Source: an optimization exercise on an open RTL-to-GDS flow (aim: small area). Production flows keep margins and buffers that such runs may drop. In this exercise RTL edits were held to simulation tests only and were not proved equivalent to the original.

==> inputs of run a <==
Design jet, start of the top module:
module jet (
    input  wire        clk,
    input  wire        rst,
    input  wire        tick,
    input  wire        bus_we,
    input  wire [7:0]  bus_addr,
    input  wire [31:0] bus_wdata,
    output reg  [31:0] bus_rdata,
    input  wire [7:0]  in_slots,
    input  wire [31:0] stamp,
    input  wire [7:0]  sig_in,
    input  wire        grp_start,
    input  wire        grp_stop,
    input  wire        grp_restart,
    output wire [7:0]  out_lvl,
    output wire [7:0]  out_oe,
    output wire [3:0]  side_lvl,
    output wire [3:0]  side_oe,
    output reg         sig_we,
    output reg  [2:0]  sig_idx,
    output reg         sig_lvl,
    output reg         evt
);
==> flow/config.mk <==
export PLATFORM = sky130hd
export DESIGN_NAME = jet
export DESIGN_NICKNAME = jet
export VERILOG_FILES = /design/flow/design.v
export SDC_FILE = /design/flow/constraint.sdc
export NUM_CORES = 4
export LEC_CHECK = 0
export CAP_MARGIN = 20
export CORE_MARGIN = 2
export CORE_UTILIZATION = 55
export CTS_BUF_LIST = sky130_fd_sc_hd__clkbuf_4 sky130_fd_sc_hd__clkbuf_8
export PLACE_DENSITY = 0.65
export SLEW_MARGIN = 20
==> flow/constraint.sdc <==
create_clock -name core_clock -period 20.0 [get_ports {clk}]
set_input_delay 4.0000 -clock core_clock [delete_from_list [all_inputs] [get_ports {clk}]]
set_output_delay 4.0000 -clock core_clock [all_outputs]
set_load 0.01 [all_outputs]
run.sh (not shown) runs the stock make flow with config.mk's settings and CLKGATE_MAP_FILE= SYNTH_SCRIPT=/design/flow/synth_recipe.tcl, a recipe that flattens the netlist after the stock synthesis.
==> inputs of run b, as changes to run a <==
--- a/flow/design.v
+++ b/flow/design.v
@@ -85,26 +85,15 @@
     wire [5:0]  width  = (fwidth == 5'd0) ? 6'd32 : {1'b0, fwidth};
     wire        tx_empty = (tx_cnt == 3'd0);
     wire        rx_full  = (rx_cnt == 3'd4);
     wire [31:0] tx_head  = txf[tx_rd];
     wire [31:0] rx_head  = (rx_cnt == 3'd0) ? 32'd0 : rxf[rx_rd];
     wire [2:0]  state = fault ? ST_FAULT : (!run ? ST_STOPPED : run_state);
     wire [31:0] stat  = {state, tx_cnt, rx_cnt, evt_flag, cur, lcnt, 1'b0, pc};
-    wire [31:0] pc_oh = (pc[6:5] == 2'd0) ? (32'd1 << pc[4:0]) : 32'd0;
-    wire [31:0] ba_oh = (bus_addr[7:5] == 3'b100) ? (32'd1 << bus_addr[4:0]) : 32'd0;
-    reg  [15:0] ir, prog_rd;
-    integer q;
-    always @(*) begin
-        ir      = 16'd0;
-        prog_rd = 16'd0;
-        for (q = 0; q < PW; q = q + 1) begin
-            ir      = ir      | (prog[q] & {16{pc_oh[q]}});
-            prog_rd = prog_rd | (prog[q] & {16{ba_oh[q]}});
-        end
-    end
+    wire [15:0] ir   = (pc < PW) ? prog[pc[PAW-1:0]] : 16'h0000;
     wire [3:0]  op   = ir[15:12];
     wire [3:0]  cond = ir[11:8];
     wire [6:0]  addr = ir[6:0];
     wire [2:0]  grp  = ir[11:9];
     wire [3:0]  mask = ir[7:4];
     wire [3:0]  val  = ir[3:0];
     wire [2:0]  slot = ir[11:9];
@@ -170,72 +159,36 @@
             2'd0:    pack_src = m;
             2'd1:    pack_src = stamp;
             2'd2:    pack_src = 32'h0000_0000;
             default: pack_src = 32'hFFFF_FFFF;
         endcase
     end
     wire [5:0]  pack_k   = (pcnt == 5'd0) ? 6'd32 : {1'b0, pcnt};
+    reg  [31:0] pack_rev;
+    integer r;
+    always @(*)
+        for (r = 0; r < 32; r = r + 1)
+            pack_rev[r] = pack_src[31 - r];
+    wire [63:0] pack_lsb = {pack_src, d} >> pack_k;
+    wire [63:0] pack_msb = {d, pack_rev} << pack_k;
+    wire [31:0] pack_d   = forder ? pack_msb[63:32] : pack_lsb[31:0];
     wire [6:0]  pack_cur7 = {1'b0, cur} + {1'b0, pack_k};
     wire [5:0]  pack_cur = (pack_cur7 > 7'd32) ? 6'd32 : pack_cur7[5:0];
     wire        recv_bit = ins[slot];
+    wire [31:0] recv_d   = forder ? {d[30:0], recv_bit} : {recv_bit, d[31:1]};
     wire [5:0]  recv_cur = (cur == 6'd32) ? 6'd32 : cur + 6'd1;
-    wire        is_send = (op == OP_SEND);
-    wire        is_recv = (op == OP_RECV);
-    wire        is_pack = (op == OP_PACK);
-    wire        is_shf  = is_send | is_recv | is_pack;
-    wire        is_load = (op == OP_LOAD);
-    wire        is_post = (op == OP_POST);
-    wire [31:0] src_v   = {pack_src[31:1], is_pack ? pack_src[0] : (is_recv & recv_bit)};
-    reg  [31:0] src_rev;
-    integer r;
-    always @(*)
-        for (r = 0; r < 32; r = r + 1)
-            src_rev[r] = src_v[31 - r];
-    wire [5:0]  shf_k   = is_pack ? pack_k : 6'd1;
-    reg  [31:0] f_hi, f_lo;
-    reg  [5:0]  f_s;
+    wire [31:0] load_d   = forder ? (tx_head << (6'd32 - width)) : tx_head;
+    reg [31:0] post_word;
     always @(*) begin
-        if (is_shf) begin
-            f_hi = forder ? d : src_v;
-            f_lo = forder ? src_rev : d;
-            f_s  = forder ? (6'd32 - shf_k) : shf_k;
-        end else if (is_load) begin
-            f_hi = tx_head;
-            f_lo = 32'd0;
-            f_s  = forder ? width : 6'd32;
-        end else if (is_post) begin
-            f_hi = 32'd0;
-            f_lo = d;
-            f_s  = 6'd32 - cur;
-        end else begin  
-            f_hi = m;
-            f_lo = d;
-            f_s  = 6'd32;
-        end
-    end
-    wire [62:0] f0 = f_s[5] ? {31'd0, f_hi} : {f_hi[30:0], f_lo};
-    wire [46:0] f1 = f_s[4] ? f0[62:16] : f0[46:0];
-    wire [38:0] f2 = f_s[3] ? f1[46:8]  : f1[38:0];
-    wire [34:0] f3 = f_s[2] ? f2[38:4]  : f2[34:0];
-    wire [32:0] f4 = f_s[1] ? f3[34:2]  : f3[32:0];
-    wire [31:0] fout = f_s[0] ? f4[32:1] : f4[31:0];
-    reg  [31:0] post_mask;
-    always @(*)
-        for (r = 0; r < 32; r = r + 1)
-            post_mask[r] = (cur > r);
-    wire [31:0] post_word = forder ? (d & post_mask) : fout;
-    wire        m_dec = mfn[2];
-    reg  [31:0] m_pm;
-    reg         m_c;
-    always @(*) begin
-        m_c = 1'b1;
-        for (r = 0; r < 32; r = r + 1) begin
-            m_pm[r] = m[r] ^ m_c;
-            m_c = m_c & (m[r] ^ m_dec);
-        end
+        if (cur == 6'd0)
+            post_word = 32'd0;
+        else if (forder)
+            post_word = d & ((cur == 6'd32) ? 32'hFFFF_FFFF : ((32'd1 << cur) - 32'd1));
+        else
+            post_word = d >> (6'd32 - cur);
     end
     wire exec = tick && !fault && (run || step_pend);
     reg [6:0]  x_pc;
     reg [31:0] x_d;
     reg [5:0]  x_cur;
     reg [7:0]  x_n0, x_n1;
     reg [31:0] x_m;
@@ -292,28 +245,33 @@
                         3'd2: x_slvl      = (slvl      & ~mask) | (val & mask);
                         3'd3: x_oen[3:0]  = (oen[3:0]  & ~mask) | (val & mask);
                         default: x_oen[7:4] = (oen[7:4] & ~mask) | (val & mask);
                     endcase
                 end
                 OP_SEND: begin
                     if (cur != 6'd0) begin
-                        x_olvl[slot] = forder ? d[31] : d[0];
-                        x_d = fout;
+                        if (forder) begin
+                            x_olvl[slot] = d[31];
+                            x_d = {d[30:0], 1'b0};
+                        end else begin
+                            x_olvl[slot] = d[0];
+                            x_d = {1'b0, d[31:1]};
+                        end
                         x_cur = cur - 6'd1;
                     end else begin
                         x_olvl[slot] = fidle;
                     end
                 end
                 OP_RECV: begin
-                    x_d   = fout;
+                    x_d   = recv_d;
                     x_cur = recv_cur;
                 end
                 OP_LOAD: begin
                     if (!tx_empty) begin
-                        x_d      = fout;
+                        x_d      = load_d;
                         x_cur    = width;
                         x_tx_pop = 1'b1;
                     end else if (nb) begin
                         x_cur = 6'd0;
                     end else begin
                         done    = 1'b0;
                         x_state = ST_STALL_L;
@@ -383,24 +341,24 @@
                     endcase
                 end
                 OP_MARK: begin
                     case (mfn)
                         3'd0: x_m = stamp;
                         3'd1: x_m = d;
                         3'd2: begin
-                            x_d   = fout;
+                            x_d   = m;
                             x_cur = 6'd32;
                         end
-                        3'd3: x_m = m_pm;
-                        3'd4: x_m = m_pm;
+                        3'd3: x_m = m + 32'd1;
+                        3'd4: x_m = m - 32'd1;
                         default: x_m = 32'd0;
                     endcase
                 end
                 OP_PACK: begin
-                    x_d   = fout;
+                    x_d   = pack_d;
                     x_cur = pack_cur;
                 end
                 default: begin  
                     x_sig = 1'b1;
                     x_evt = sevt;
                 end
             endcase
@@ -432,15 +390,15 @@
     wire w_n     = bus_we && (bus_addr == A_N);
     wire w_m     = bus_we && (bus_addr == A_M);
     wire w_d     = bus_we && (bus_addr == A_D);
     wire w_prog  = bus_we && bus_addr[7] && (bus_addr[6:0] < PW);
     wire w_clr   = w_ctrl && bus_wdata[31];
     always @(*) begin
         if (bus_addr[7]) begin
-            bus_rdata = {16'd0, prog_rd};
+            bus_rdata = (bus_addr[6:0] < PW) ? {16'd0, prog[bus_addr[PAW-1:0]]} : 32'd0;
         end else begin
             case (bus_addr)
                 A_CTRL:  bus_rdata = {17'd0, entry, 7'd0, run};
                 A_STAT:  bus_rdata = stat;
                 A_PC:    bus_rdata = {25'd0, pc};
                 A_RX:    bus_rdata = rx_head;
                 A_FRAME: bus_rdata = {19'd0, fwidth, 6'd0, fidle, forder};
@@ -448,41 +406,45 @@
                 A_N:     bus_rdata = {16'd0, n1, n0};
                 A_M:     bus_rdata = m;
                 A_D:     bus_rdata = d;
                 default: bus_rdata = 32'd0;
             endcase
         end
     end
-    wire [15:0] prog_wd = bus_wdata[15:0] & {16{~rst}};
-    wire [31:0] prog_we = {32{rst}} | ({32{bus_we}} & ba_oh);
     integer k;
-    always @(posedge clk)
-        for (k = 0; k < PW; k = k + 1)
-            if (prog_we[k])
-                prog[k] <= prog_wd;
+    always @(posedge clk) begin
+        if (rst) begin
+            for (k = 0; k < PW; k = k + 1)
+                prog[k] <= 16'h0000;
+        end else if (w_prog) begin
+            prog[bus_addr[PAW-1:0]] <= bus_wdata[15:0];
+        end
+    end
     wire tx_pop  = exec && x_tx_pop;
     wire tx_push = w_tx && (tx_cnt != 3'd4);
     wire rx_push = exec && x_rx_push;
     wire rx_pop  = w_pop && (rx_cnt != 3'd0);
     always @(posedge clk) begin
-        if (tx_push)
-            txf[tx_rd + tx_cnt[1:0]] <= bus_wdata;
-        if (rx_push)
-            rxf[rx_rd + rx_cnt[1:0]] <= post_word;
-    end
-    always @(posedge clk) begin
         if (rst || w_clr) begin
             tx_rd  <= 2'd0;
             tx_cnt <= 3'd0;
             rx_rd  <= 2'd0;
             rx_cnt <= 3'd0;
+            for (k = 0; k < 4; k = k + 1) begin
+                txf[k] <= 32'd0;
+                rxf[k] <= 32'd0;
+            end
         end else begin
+            if (tx_push)
+                txf[tx_rd + tx_cnt[1:0]] <= bus_wdata;
             if (tx_pop)
                 tx_rd <= tx_rd + 2'd1;
             tx_cnt <= tx_cnt + {2'd0, tx_push} - {2'd0, tx_pop};
+            if (rx_push)
+                rxf[rx_rd + rx_cnt[1:0]] <= x_rx_word;
             if (rx_pop)
                 rx_rd <= rx_rd + 2'd1;
             rx_cnt <= rx_cnt + {2'd0, rx_push} - {2'd0, rx_pop};
         end
     end
     always @(posedge clk) begin
         if (rst) begin
==> flow/config.mk (replaced) <==
export PLATFORM = sky130hd
export DESIGN_NAME = jet
export DESIGN_NICKNAME = jet
export VERILOG_FILES = /design/flow/design.v
export SDC_FILE = /design/flow/constraint.sdc
export NUM_CORES = 4
export LEC_CHECK = 0
export CAP_MARGIN = 20
export CORE_MARGIN = 2
export CORE_UTILIZATION = 20
export PLACE_DENSITY = 0.3
export SLEW_MARGIN = 20
==> flow_summary.toml <==
[routing]
wl_met3_um = 27320
wl_met2_um = 166500

[pwr]
p_comb_mw = 2.06

[global_route]
grt_pass1_vias = 53800

[logic_synthesis]
synthTopCellsByArea = "edfxtp_1 (36%), mux4_2 (12%), and2_1 (6.3%)"
yosys-top-cells-count = "edfxtp_1 (768), and2_1 (640), nand2_1 (576)"

[run_status]
status = "no timing/DRC/antenna violations"

[place]
post-place-ws_ns = 7.610

[final_layout]
register_area_mm2 = 0.02703

[timing]
worst_slack_ns = 7.413
The numbers above come from run b.

==> flow_summary.toml <==
[routing]
wl_met3_um = 57310

[logic_synthesis]
yosys-top-cells-count = "edfxtp_1 (768), nand2_1 (482), a22oi_1 (378)"
synthTopCellsByArea = "edfxtp_1 (43%), dfxtp_1 (7.4%), a22oi_1 (5.3%)"

[pwr]
p_comb_mw = 1.32

[run_status]
status = "no timing/DRC/antenna violations"
The numbers above come from run a.

-- afterwards: timing with drivers on the ports --
Ports are ideal in the flow. The routed layouts listed here were re-timed in OpenROAD.
Step 1: set_driving_cell puts a clkbuf_16 on clk and a buf_2 on each other input, an assumption about the parent block.
Step 2, shift: input delay + t, output delay - t, t = (earliest + latest rising clock arrival at the registers) / 2. This alone moves slack from input paths to output paths.
Three values: no drivers, after step 1, after step 2; two values: the first two.
| run | shift t [ns] | setup slack, ns | hold slack, ns |
|---|---|---|---|
| run a | 0.983 | 7.141 / 7.119 / 7.119 | 0.461 / 0.461 / 0.461 |
| run b | 0.912 | 7.413 / 7.231 / 7.231 | 0.465 / 0.465 / 0.465 |
After both steps every run listed still meets setup and hold. The setup slack of run b, which loses most, moves by -0.182 ns with the drivers and by -0.182 ns with both steps.
